This design comes from an exercise in tuning for small area, a short achievable clock period and few clock cycles per item on the open sky130 flow, not from production work. The RTL was checked by simulation tests, not by an equivalence proof against the original design. Power figures rest on the tool's default switching activity, not on a simulated workload.

==> design.v <==
module trig_slots (
    input  wire         clk,
    input  wire         rst,           
    input  wire         arm,
    input  wire [7:0]   cfg_kind,      
    input  wire [7:0]   cfg_dir,       
    input  wire [3:0]   cfg_nosettle,
    input  wire [95:0]  cfg_level,     
    input  wire [63:0]  cfg_on,        
    input  wire [63:0]  cfg_off,       
    input  wire [19:0]  cfg_l,         
    input  wire [19:0]  cfg_s,         
    input  wire [3:0]   cfg_lfreeze,
    input  wire         in_valid,
    output wire         in_ready,
    input  wire [31:0]  in_data,
    output reg          res_valid,
    output reg  [3:0]   res_meet,
    output reg  [3:0]   res_active
);
    reg [1:0]  kind   [0:3];
    reg [1:0]  dir    [0:3];
    reg        nosettle [0:3];
    reg [23:0] level  [0:3];
    reg [15:0] on_r   [0:3];
    reg [15:0] off_r  [0:3];
    reg [4:0]  l_r    [0:3];
    reg [4:0]  s_r    [0:3];
    reg        lfreeze [0:3];
    reg [39:0] sta    [0:3];       
    reg [39:0] lta    [0:3];
    reg [20:0] nupd   [0:3];       
    reg        active [0:3];
    reg        has_prev [0:3];
    reg [23:0] prev   [0:3];
    assign in_ready = 1'b1;
    wire        take    = in_valid;
    wire [23:0] x       = in_data[31:8];
    wire        t_settle = in_data[0];
    wire        t_stale  = in_data[3];
    wire        t_fill   = in_data[6];
    wire [23:0] a       = x[23] ? (~x + 24'd1) : x;       
    wire [40:0] a_fx    = {1'b0, a, 16'd0};
    function [40:0] div_round;
        input [40:0] d;
        input [4:0]  sh;
        reg   [40:0] m;
        reg   [40:0] r;
        begin
            m = d[40] ? (~d + 41'd1) : d;
            if (sh == 5'd0)
                r = m;
            else
                r = (m + (41'd1 << (sh - 5'd1))) >> sh;
            div_round = d[40] ? (~r + 41'd1) : r;
        end
    endfunction
    integer i;
    reg        eval;
    reg [40:0] sta_n, lta_n;
    reg [39:0] lam;
    reg [55:0] lhs, rhs_on, rhs_off;
    reg [20:0] n_n;
    reg        up, dn;
    always @(posedge clk) begin
        if (rst) begin
            res_valid  <= 1'b0;
            res_meet   <= 4'd0;
            res_active <= 4'd0;
            for (i = 0; i < 4; i = i + 1) begin
                kind[i] <= 2'd0; dir[i] <= 2'd0; nosettle[i] <= 1'b0;
                level[i] <= 24'd0; on_r[i] <= 16'd0; off_r[i] <= 16'd0;
                l_r[i] <= 5'd0; s_r[i] <= 5'd0; lfreeze[i] <= 1'b0;
                sta[i] <= 40'd0; lta[i] <= 40'd0; nupd[i] <= 21'd0;
                active[i] <= 1'b0; has_prev[i] <= 1'b0; prev[i] <= 24'd0;
            end
        end else if (arm) begin
            res_valid <= 1'b0;
            res_meet  <= 4'd0;
            for (i = 0; i < 4; i = i + 1) begin
                kind[i]     <= cfg_kind[2*i +: 2];
                dir[i]      <= cfg_dir[2*i +: 2];
                nosettle[i] <= cfg_nosettle[i];
                level[i]    <= cfg_level[24*i +: 24];
                on_r[i]     <= cfg_on[16*i +: 16];
                off_r[i]    <= cfg_off[16*i +: 16];
                l_r[i]      <= cfg_l[5*i +: 5];
                s_r[i]      <= cfg_s[5*i +: 5];
                lfreeze[i]  <= cfg_lfreeze[i];
                sta[i]      <= 40'd0;
                lta[i]      <= 40'd0;
                nupd[i]     <= 21'd0;
                active[i]   <= 1'b0;
                has_prev[i] <= 1'b0;
                res_active[i] <= 1'b0;
            end
        end else begin
            res_valid <= take;
            if (take) begin
                for (i = 0; i < 4; i = i + 1) begin
                    res_meet[i]   <= 1'b0;
                    res_active[i] <= active[i];
                    eval = !t_fill && !t_stale && !(t_settle && nosettle[i]);
                    if (kind[i] == 2'd1) begin
                        if (t_fill || t_stale) begin
                            has_prev[i] <= 1'b0;
                        end else if (eval) begin
                            up = ($signed(prev[i]) < $signed(level[i])) && ($signed(level[i]) <= $signed(x));
                            dn = ($signed(prev[i]) > $signed(level[i])) && ($signed(level[i]) >= $signed(x));
                            if (has_prev[i] &&
                                ((dir[i] == 2'd0 && up) || (dir[i] == 2'd1 && dn) ||
                                 (dir[i] == 2'd2 && (up || dn))))
                                res_meet[i] <= 1'b1;
                            has_prev[i] <= 1'b1;
                            prev[i]     <= x;
                        end
                    end else if (kind[i] == 2'd3) begin
                        if (eval) begin
                            sta_n = {1'b0, sta[i]} + div_round(a_fx - {1'b0, sta[i]}, s_r[i]);
                            if (lfreeze[i] && active[i])
                                lta_n = {1'b0, lta[i]};
                            else
                                lta_n = {1'b0, lta[i]} + div_round(a_fx - {1'b0, lta[i]}, l_r[i]);
                            n_n = (nupd[i] > (21'd1 << l_r[i])) ? nupd[i] : nupd[i] + 21'd1;
                            lam = (lta_n[39:0] < 40'h10000) ? 40'h10000 : lta_n[39:0];
                            lhs     = {8'd0, sta_n[39:0], 8'd0};
                            rhs_on  = on_r[i] * lam;
                            rhs_off = off_r[i] * lam;
                            sta[i]  <= sta_n[39:0];
                            lta[i]  <= lta_n[39:0];
                            nupd[i] <= n_n;
                            if (n_n > (21'd1 << l_r[i])) begin
                                if (!active[i] && lhs >= rhs_on) begin
                                    active[i]     <= 1'b1;
                                    res_active[i] <= 1'b1;
                                    res_meet[i]   <= 1'b1;
                                end else if (active[i] && lhs < rhs_off) begin
                                    active[i]     <= 1'b0;
                                    res_active[i] <= 1'b0;
                                end
                            end
                        end
                    end
                end
            end
        end
    end
endmodule
==> run.sh <==
#!/bin/bash
# synth_recipe.tcl (not shown) runs the flow's synth.tcl, then flattens the netlist and writes it again
# the make line also repeats each setting of config.mk as NAME=value (left out here)
make -C /OpenROAD-flow-scripts/flow DESIGN_CONFIG=/design/flow/config.mk WORK_HOME=/design/flow/orfs CLKGATE_MAP_FILE= SYNTH_SCRIPT=/design/flow/synth_recipe.tcl finish
==> config.mk <==
export PLATFORM = sky130hd
export DESIGN_NAME = trig_slots
export DESIGN_NICKNAME = trig_slots
export VERILOG_FILES = /design/flow/design.v
export SDC_FILE = /design/flow/constraint.sdc
export NUM_CORES = 4
export LEC_CHECK = 0
export CAP_MARGIN = 20
export CORE_MARGIN = 2
export CORE_UTILIZATION = 30
export PLACE_DENSITY = 0.5
export SLEW_MARGIN = 20
==> constraint.sdc <==
create_clock -name core_clock -period 34.0 [get_ports {clk}]
set_input_delay 6.8000 -clock core_clock [delete_from_list [all_inputs] [get_ports {clk}]]
set_output_delay 6.8000 -clock core_clock [all_outputs]
set_load 0.01 [all_outputs]
==> flow_metrics.py <==
metrics = {
    "timing": {
        "tightestPinTransition_ns": 1.204,
        "period_share_pct": 96.57,
        "fmax_ghz": 0.03046,
        "layout_min_cycle_time_ns": 32.83,
        "holdWs_ns": 0.4547,
        "finalClockSkew_ns": 0.1275,
        "timing.slew.headroom_pct": 19.04,
        "setup_ws_ns": 1.166,
        "final-max-slew-violation-count": 0,
        "finalHoldViolCount": 0,
        "finalSetupViolCount": 0,
    },
    "logic_synthesis": {
        "synthTopCellsByArea": "fa_1, ha_1, nand2_1, inv_1, dfxtp_1",
        "synth-main-ff-cell": "dfxtp_1",
        "ys_async_sr_fraction_pct": 0,
        "synth_cell_types": 128,
        "yosysWarnings": 16,
        "synth.most_common_cell": "nand2_1",
        "yosysTopAreaCell": "fa_1",
        "postSynthAreaPerCell_um2": 7.828,
        "synth_nets": 44198,
        "synth_top_area_share_pct": 29.32,
        "yosysSeqAreaShare_pct": 5.518,
        "yosys-top-cells-count": "nand2_1, inv_1, fa_1, ha_1, nor2_1",
        "synth_area_mm2": 0.2906,
        "synth_edf_count": 0,
        "synth_seq_cells": 801,
        "synthCells": 37123,
    },
    "placement": {
        "place_hpwl_um": 839200,
        "gp_congestion": 0.9279,
        "dpl-instance-area_mm2": 0.3161,
        "pre_cts_ws_ns": 0.3334,
        "io_buffers": 327,
    },
    "clock_network": {
        "insertion_delay_ns": 0.90,
        "path_clk_slew_ns": 0.05,
        "cts_root_buf": "clkbuf_16",
        "cts_buffer_depth": 4,
        "cts.sinks": 801,
        "cts_hold_buf": 0,
        "cts_tree": "yes",
        "cts_buffers": 137,
        "htreeDepth": 4,
    },
    "min_path": {
        "whs_path_depth": 2,
        "hp-class": "register to register",
    },
    "worst_setup_path": {
        "cp-end-kind": "register",
        "r2r-end": "res_active[0]$_SDFFE_PP0P_",
        "max_stage_delay_ns": 0.80,
        "crit_path_end": "res_active[0]$_SDFFE_PP0P_",
        "path_class": "primary input to register",
        "cp.required_ns": 34.82,
        "worstPathMaxFanout": 11,
        "crit_top_cell": "buf_4",
        "critPathLaunchType": "primary input",
        "rrSetupSlack_ns": 8.43,
        "crit_slowest_cell": "a221oi_4",
        "critical_path.startpoint": "in_data[16]",
        "arrival_ns": 33.65,
        "r2r_cells": 101,
        "r2r_start": "lta[0][0]$_SDFFE_PP0P_",
    },
    "pwr": {
        "clock_power_share_pct": 4.5,
        "ir_drop_mv": 0.1527,
        "p_sw_share_pct": 55.54,
        "intPower_mw": 15.38,
        "p_sw_mw": 19.22,
        "pwr-share-comb_pct": 92.7,
        "pwr-share-seq_pct": 2.9,
        "p_leak_nw": 146.2,
        "p_per_area_mw_per_mm2": 107.8,
    },
    "route": {
        "via_per_inst": 5.282,
        "antenna_left": 0,
        "via_count": 264678,
        "first_pass_iters": 9,
        "wire_per_inst_um": 21.48,
        "drc": 0,
        "drt_wl_total_um": 1076000,
        "dr.first_iter.drc_count": 19579,
    },
    "finish": {
        "fin_util_pct": 33.25,
        "fin_nets": 44145,
        "multi_input_area_mm2": 0.2491,
        "seqCellArea_mm2": 0.01608,
        "drive_gt1_share_pct": 6.897,
        "fillers": 102688,
        "finish.instance_area_mm2": 0.3211,
        "area_delta_synth_final_pct": 10.48,
    },
    "grt": {
        "grt_start_max_net_pins": 96,
        "antenna_found_initial": 64,
        "grt_overflow": 0,
        "grt_use_total_pct": 21.53,
        "grt_pass1_vias": 270025,
        "grt_first_pass_wirelength_um": 1656000,
    },
    "floorplan": {
        "die-area_mm2": 0.9765,
        "io_pins": 334,
        "row_count": 361,
        "start_util_pct": 30.09,
        "die_w_um": 988.2,
        "core_mm2": 0.9657,
        "die_h_um": 988.2,
    },
    "flow_run": {
        "cap_violations": 0,
    },
    "status": {
        "status": "timing/DRC/antenna clean",
    },
}
-- registers in the layout, indices dropped and copies added, names as in the netlist --
name and cells:
kind 8, res_active 3, lfreeze 4, active 1
res_valid 1, has_prev 4, nosettle 4, off_r 64
dir 8, s_r 20, l_r 20, prev 96
lta 160, sta 160, level 96, nupd 84
on_r 64, res_meet 4
-- power by group through the flow --
stage / logic, mW / registers [mW] / clock network [mW]
global placement: 31.5 / 1.01 / 0
CTS: 32.1 / 0.991 / 1.62
detailed placement: 31.8 / 1.01 / 0
finish: 32.1 / 0.991 / 1.55
global route: 36.2 / 0.993 / 1.64
floorplan: 21.2 / 0.994 / 0
-- worst max-delay path, delay by kind of cell --
kind | cells | cell delay (ns)
xor+xnor | 6 | 1.40
buf+inv | 18 | 3.65
simple gates | 31 | 6.16
compound gates | 42 | 10.86
mux | 1 | 0.57
fa+ha+maj | 11 | 4.12
-- cell usage in the layout, fill, tap and decap left out, drive strengths merged, types with 90 or more instances in the layout --
| cell | count |
|---|---|
| nand2 | 5628 |
| inv | 5074 |
| fa | 4256 |
| ha | 2495 |
| nor2 | 2315 |
| a21oi | 1958 |
| and2 | 1614 |
| buf | 1574 |
| o21ai | 1198 |
| xnor2 | 1162 |
| dfxtp | 801 |
| xor2 | 713 |
| nor3 | 614 |
| mux2i | 597 |
| a21o | 565 |
| nand3 | 565 |
| and3 | 473 |
| a211oi | 430 |
| nand4 | 342 |
| nand2b | 326 |
| clkdlybuf4s50 | 323 |
| nor2b | 285 |
| a31oi | 283 |
| o211ai | 249 |
| o21a | 246 |
| or3 | 239 |
| o31ai | 215 |
| clkbuf | 179 |
| nor4 | 178 |
| o21bai | 150 |
| or2 | 137 |
| mux4 | 96 |
| mux2 | 94 |
| o22ai | 94 |
| or4 | 90 |
-- repair_timing --
action / CTS / global route
setup endpoints to repair: 0 / 4
gates resized for setup: 0 / 12
buffers inserted: 0 / 5
-- cell families (layout without fill, tap and decap cells) --
family / count (synthesis) / in the layout / share of synthesized area (%)
mux: 787 / 787 / 3.165
compound gates: 6628 / 6628 / 14.94
fa+ha+maj: 6751 / 6751 / 40.06
buf+inv: 7169 / 7220 / 9.344
xor+xnor: 1878 / 1878 / 5.696
simple gates: 13108 / 13108 / 21.27
flops: 801 / 801 / 5.518
other cells: 1 / 48 / 0.001290
-- cell type report --
| class | count | share of cell area, % |
|---|---|---|
| Clock inverter | 64 | 0.2556 |
| Sequential cell | 801 | 5.009 |
| Multi-Input combinational cell | 29153 | 77.59 |
| Clock buffer | 179 | 1.201 |
| Inverter | 5080 | 5.939 |
| Antenna cell | 47 | 0.03663 |
| Tap cell | 12886 | 5.022 |
| Timing Repair Buffer | 1897 | 4.951 |
-- per-stage QoR --
stage	std cells	total power, mW	TNS, ns
after detailed placement	49812	32.84	0
final	50107	34.60	0
after global routing	50087	38.83	-0.08517
after floorplan	37123	22.22	0
after global placement	49811	32.55	0
after CTS	50055	34.76	0
-- layer usage --
layer / routed length, um / global-route usage (%) / up-vias
met5: 121 / 0 / -
met4: 44850 / 7.913 / 16
met3: 67280 / 2.837 / 1413
met1: 473100 / 29.05 / 132876
li1: - / - / 122037
met2: 491000 / 35.24 / 8336
-- worst min path at each step --
| stage | start | to | slack [ns] |
|---|---|---|---|
| final | sta[0][39]$_SDFFE_PP0P_ | sta[0][39]$_SDFFE_PP0P_ | 0.45 |
| after global routing | prev[2][0]$_SDFFE_PP0P_ | prev[2][0]$_SDFFE_PP0P_ | 0.48 |
| after CTS | sta[0][39]$_SDFFE_PP0P_ | sta[0][39]$_SDFFE_PP0P_ | 0.46 |
| after detailed placement | sta[0][39]$_SDFFE_PP0P_ | sta[0][39]$_SDFFE_PP0P_ | 0.45 |
| after global placement | sta[0][39]$_SDFFE_PP0P_ | sta[0][39]$_SDFFE_PP0P_ | 0.45 |
| after floorplan | prev[0][0]$_SDFFE_PP0P_ | prev[0][0]$_SDFFE_PP0P_ | 0.44 |
Testbench counts, summed over its fixed seeds: cycles 32,040, items 32,000.

[what the ideal ports hide]
How much do the figures lean on ideal ports? The routed layout below was timed once more, with nothing changed but the port constraints. Step 1 (the two cells are an assumption about what drives the block):
set clk [get_ports {clk}]
set_driving_cell -lib_cell sky130_fd_sc_hd__clkbuf_16 $clk
set_driving_cell -lib_cell sky130_fd_sc_hd__buf_2 [delete_from_list [all_inputs] $clk]
Step 2, shift: input delay + t, output delay - t, t = (earliest + latest rising clock arrival at the registers) / 2. This alone moves slack from input paths to output paths. Three values: no drivers, after step 1, after step 2; two values: the first two.
t (ns): 0.979
setup slack, ns: 1.166 / 1.274 / 0.295
worst setup path at the end: input to register
worst data-port slew with drivers (ns): 0.19
After both steps this run still meets setup and hold. The setup slack of this run moves by +0.108 ns with the drivers and by -0.871 ns with both steps.
